This is an optimization exercise on Yosys and OpenROAD, whose aim is small area, a short achievable clock period and few clock cycles per item, not a production implementation.
Only simulation tests tie the RTL to the original design; equivalence was not proved.

==> job 5465: inputs <==
Design flarrath_lpu, start of the top module:
module flarrath_lpu (
    input             clk,
    input             rst,
    input             start,
    output            in_ready,
    input      [2:0]  op,
    input      [35:0] x,
    input      [35:0] f0,
    input      [35:0] f1,
    input      [35:0] f2,
    input      [35:0] f3,
    input      [35:0] f4,
    input      [35:0] f5,
    input      [35:0] f6,
    input      [35:0] f7,
    input      [35:0] f8,
    output reg        done,
    output reg        exc,
    output reg [35:0] result,
    output reg [2:0]  wb_en,
    output reg [35:0] wb0,
    output reg [35:0] wb1,
    output reg [35:0] wb2
);
Settings: LEC_CHECK=0, CAP_MARGIN=30, CORE_MARGIN=2, CORE_UTILIZATION=30, MAX_ROUTING_LAYER=met4, SLEW_MARGIN=30; clock period 50.0 ns.
run.sh (not shown) runs the stock make flow with config.mk's settings and CLKGATE_MAP_FILE= SYNTH_SCRIPT=/design/flow/synth_recipe.tcl, a recipe that flattens the netlist after the stock synthesis.
==> inputs of job 1498, as changes to job 5465 <==
--- a/flow/design.v
+++ b/flow/design.v
@@ -229,21 +229,42 @@
             end
         end
     end
     reg [31:0] MA, MB;
     reg        MQ16;      
     reg        MFUSE;     
-    reg        MSPEC;     
     reg        MSC;       
     reg        MEP, MEG, MET;    
     reg        a_first;   
-    wire [65:0] m_rnd  = MQ16 ? 66'h8000 : 66'h4000_0000;
+    wire [32:0] bA  = {MA[31], MA};
+    wire [32:0] bA2 = {MA, 1'b0};
+    wire [32:0] bB  = {MB, 1'b0};
+    wire [65:0] b_row [0:15];
+    wire [65:0] b_neg;
+    genvar gj;
+    generate
+        for (gj = 0; gj < 16; gj = gj + 1) begin : g_booth
+            wire        nb = bB[2*gj+2];
+            wire        on = bB[2*gj+1] ^ bB[2*gj];
+            wire        tw = (bB[2*gj+2] & ~bB[2*gj+1] & ~bB[2*gj]) |
+                             (~bB[2*gj+2] & bB[2*gj+1] & bB[2*gj]);
+            wire [32:0] pp = (({33{on}} & bA) | ({33{tw}} & bA2)) ^ {33{nb}};
+            assign b_row[gj] = {33'd0, ~pp[32], pp[31:0]} << (2*gj);
+            assign b_neg[2*gj]   = nb;
+            assign b_neg[2*gj+1] = 1'b0;
+        end
+    endgenerate
+    assign b_neg[65:32] = 34'd0;
+    localparam [65:0] B_K = 66'h3_AAAA_AAAB_0000_0000;
+    wire [65:0] m_kc   = MQ16 ? (B_K + 66'h8000) : (B_K + 66'h4000_0000);
     wire [65:0] m_fadd = MFUSE ? {{3{c_f7[31]}}, c_f7[31:0], 31'h0} : 66'h0;
-    wire [65:0] m_corr = MSPEC ? {{35{1'b1}}, 31'h0} : 66'h0;
-    wire signed [65:0] m_sum = $signed(MA) * $signed(MB) + $signed(m_rnd) +
-                               $signed(m_fadd) + $signed(m_corr);
+    wire [65:0] m_sum  = b_row[0] + b_row[1] + b_row[2] + b_row[3] +
+                         b_row[4] + b_row[5] + b_row[6] + b_row[7] +
+                         b_row[8] + b_row[9] + b_row[10] + b_row[11] +
+                         b_row[12] + b_row[13] + b_row[14] + b_row[15] +
+                         b_neg + m_kc + m_fadd;
     wire [49:0] m_t   = MQ16 ? m_sum[65:16] : {{15{m_sum[65]}}, m_sum[65:31]};
     wire        m_sat = !(m_t[49:31] == {19{1'b0}} || m_t[49:31] == {19{1'b1}});
     wire [31:0] m_g   = m_sat ? (m_t[49] ? MIN32 : MAX32) : m_t[31:0];
     reg [32:0] Rp;        
     reg [31:0] Rg;        
     reg [31:0] Rt;        
@@ -289,13 +310,13 @@
             s_ev  = 1'b1;
         end
     end
     wire [32:0] s_raw = s_sub ? ({s_a[31], s_a} - {s_b[31], s_b})
                               : ({s_a[31], s_a} + {s_b[31], s_b});
     wire [32:0] s_res = sat33(s_raw);
-    wire a_ev = ((MEP | MEG | MET) & !MSC & (m_sat | MSPEC)) | (s_ev & s_res[32]);
+    wire a_ev = ((MEP | MEG | MET) & !MSC & m_sat) | (s_ev & s_res[32]);
     always @(posedge clk) begin
         if (MEP)
             Rp <= MSC ? m_t[32:0] : {m_g[31], m_g};
         if (MEG)
             Rg <= m_g;
         if (MET)
@@ -307,13 +328,12 @@
     end
     wire in_sc  = (op == OP_SCALE) || (op == OP_SCALEU);
     wire in_piq = (op == OP_PIQ);
     wire in_pid = (op == OP_PIDQ);
     always @(posedge clk) begin
         MFUSE <= 1'b0;
-        MSPEC <= 1'b0;
         MSC   <= 1'b0;
         MEP   <= 1'b0;
         MEG   <= 1'b0;
         MET   <= 1'b0;
         if (rdy) begin
             MA   <= (op == OP_SCALE)  ? {x[15:0], 16'h0000} :
@@ -339,13 +359,12 @@
                 end
                 default: begin
                     MA    <= s_res[31:0];
                     MB    <= c_f3[31:0];
                     MQ16  <= 1'b0;
                     MFUSE <= 1'b1;
-                    MSPEC <= (s_res[31:0] == MIN32) && (c_f3[31:0] == MIN32);
                     MET   <= 1'b1;
                 end
             endcase
         end else begin
             MA   <= xv;
             MB   <= c_f0[31:0];
@@ -417,16 +436,19 @@
     wire [33:0] b_t3 = bq_pid ? {{2{Rt[31]}}, Rt} : 34'h0;
     wire [33:0] b_s  = b_t1 + {{2{Rs[31]}}, Rs} + b_t3;
     wire [32:0] b_ss = sat34(b_s);
     wire v_gt = ($signed(b_s) > $signed({{2{b_hi[31]}}, b_hi})) && !b_himax;
     wire v_lt = ($signed(b_s) < $signed({{2{b_lo[31]}}, b_lo})) && !b_lomin;
     wire [31:0] lim = b_lohi ? b_lo : v_gt ? b_hi : v_lt ? b_lo : b_ss[31:0];
+    wire sl_gt = $signed(Rs) > $signed(b_hi);
+    wire sl_lt = $signed(Rs) < $signed(b_lo);
+    wire [31:0] sl_d = sl_gt ? b_hi : sl_lt ? b_lo : Rs;
     wire hold = b_lohi | (v_gt & b_epos) | (v_lt & b_eneg);
     wire [31:0] ni = hold ? b_a : Rs;
-    wire [32:0] sy = sat33({b_a[31], b_a} + {lim[31], lim});
-    wire s_all = a_s | b_anys | b_ss[32] | (bq_sl & sy[32]);
+    wire [32:0] sy = sat33({b_a[31], b_a} + {sl_d[31], sl_d});
+    wire s_all = a_s | b_anys | (bq_sl ? sy[32] : b_ss[32]);
     wire [3:0] tag  = s_all ? T_Q31S : T_Q31;
     wire [3:0] tag_cl = b_xq16 ? (b_anys ? T_Q16S : T_Q16) : (b_anys ? T_Q31S : T_Q31);
     reg [35:0] n_result;
     reg [2:0]  n_wb_en;
     reg [35:0] n_wb0;
     always @(*) begin
==> flow/flow/run.sh (new file) <==
#!/bin/bash
# Layout flow: the standard ORFS flow (standard synthesis unchanged),
# with two layout choices changed:
#  - port buffers are sky130_fd_sc_hd__buf_2 instead of the default pick;
set -euo pipefail
bash standard.sh \
  "BUFFER_PORTS_ARGS=-buffer_cell sky130_fd_sc_hd__buf_2" \
  "SETUP_SLACK_MARGIN=38.8" \
  finish > flow_make.log 2>&1
==> flow/standard.sh (new file) <==
#!/bin/bash
# synth_recipe.tcl (not shown) runs the flow's synth.tcl, then flattens the netlist and writes it again
# the make line also repeats each setting of config.mk as NAME=value (left out here)
make -C /OpenROAD-flow-scripts/flow DESIGN_CONFIG=/design/flow/config.mk WORK_HOME=/design/flow/orfs CLKGATE_MAP_FILE= SYNTH_SCRIPT=/design/flow/synth_recipe.tcl "${@:-finish}"
Settings changed: ABC_AREA from default to 1, CORE_UTILIZATION 30 to 45.
removed: flow/run.sh
==> metrics.md <==
| Metric | Value |
|---|---|
| Status | complete, no violations |
| DR WL met3 | 43,400 µm |
| Post-Synth Adder-Cell Area | 0.206 |
| Die Span Y | 418 µm |
| Clock Latency Late Sink | 0.77 ns |
| Layout cells sized above 1 | 0.106 |
| Wire per inst | about 34 µm |
| Clock skew | 0.0753 ns |
| Vias in the first global route | 73,235 |
| # diodes | 73 |
| Non-Filler Instances | 12,223 |
| RSZ-0062 raised after global routing | yes |
| Slowest stage cell, crit path | dfxtp_4 |
| Worst setup path endpoint | wb1[33] |
| DRT iter0 DRCs | 11,005 |
# the run above: job 1498

==> metrics.md <==
| Metric | Value |
|---|---|
| Status | complete, no violations |
| Worst setup path endpoint | wb1[5] |
| Post-Synth Adder-Cell Area | 0.339 |
| DRT iter0 DRCs | ~10,000 |
| Vias in the first global route | 72,256 |
| Vias/cell | about 5.5 |
| Clock skew | 0.0845 ns |
| Layout cells sized above 1 | 0.0571 |
| Slowest stage cell, crit path | clkdlybuf4s50_1 |
| DR WL met3 | between 40,000 and 50,000 µm |
| RSZ-0062 raised after global routing | no |
| Clock Latency Late Sink | 0.87 ns |
# the run above: job 5465

Testbench counts of job 5465, summed over its fixed seeds: cycles 132,098, items 80,000.
Testbench counts of job 1498, summed over its fixed seeds: cycles 132,098, items 80,000.

separate check: timing with driven ports:
No port has a modelled driver above. Below, the same layouts with a new extraction and two added sets of constraints.
Step 1 sets driving cells, clkbuf_16 on the clock port and buf_2 on the other inputs (assumed; they add their load-dependent delay and slew).
Step 2 adds t to the input delays and takes it off the output delays; t is the mean of the earliest and latest rising clock arrival at the registers after step 1. Input paths then give back, and output paths get back, about the clock's delay inside the block.
Slacks: no drivers / after step 1 / after step 2; pairs: no drivers / after step 1.
run	t (ns)	setup WS [ns]	worst setup path after step 2	worst data-port slew with drivers (ns)
job 5465	0.932	37.943 / 37.840 / 37.130	input to register	0.20
job 1498	0.806	38.772 / 38.698 / 38.095	input to register	0.16
After both steps setup and hold are still met in every run listed. The setup slack of job 5465, which loses most, moves by -0.103 ns with the drivers and by -0.813 ns with both steps.
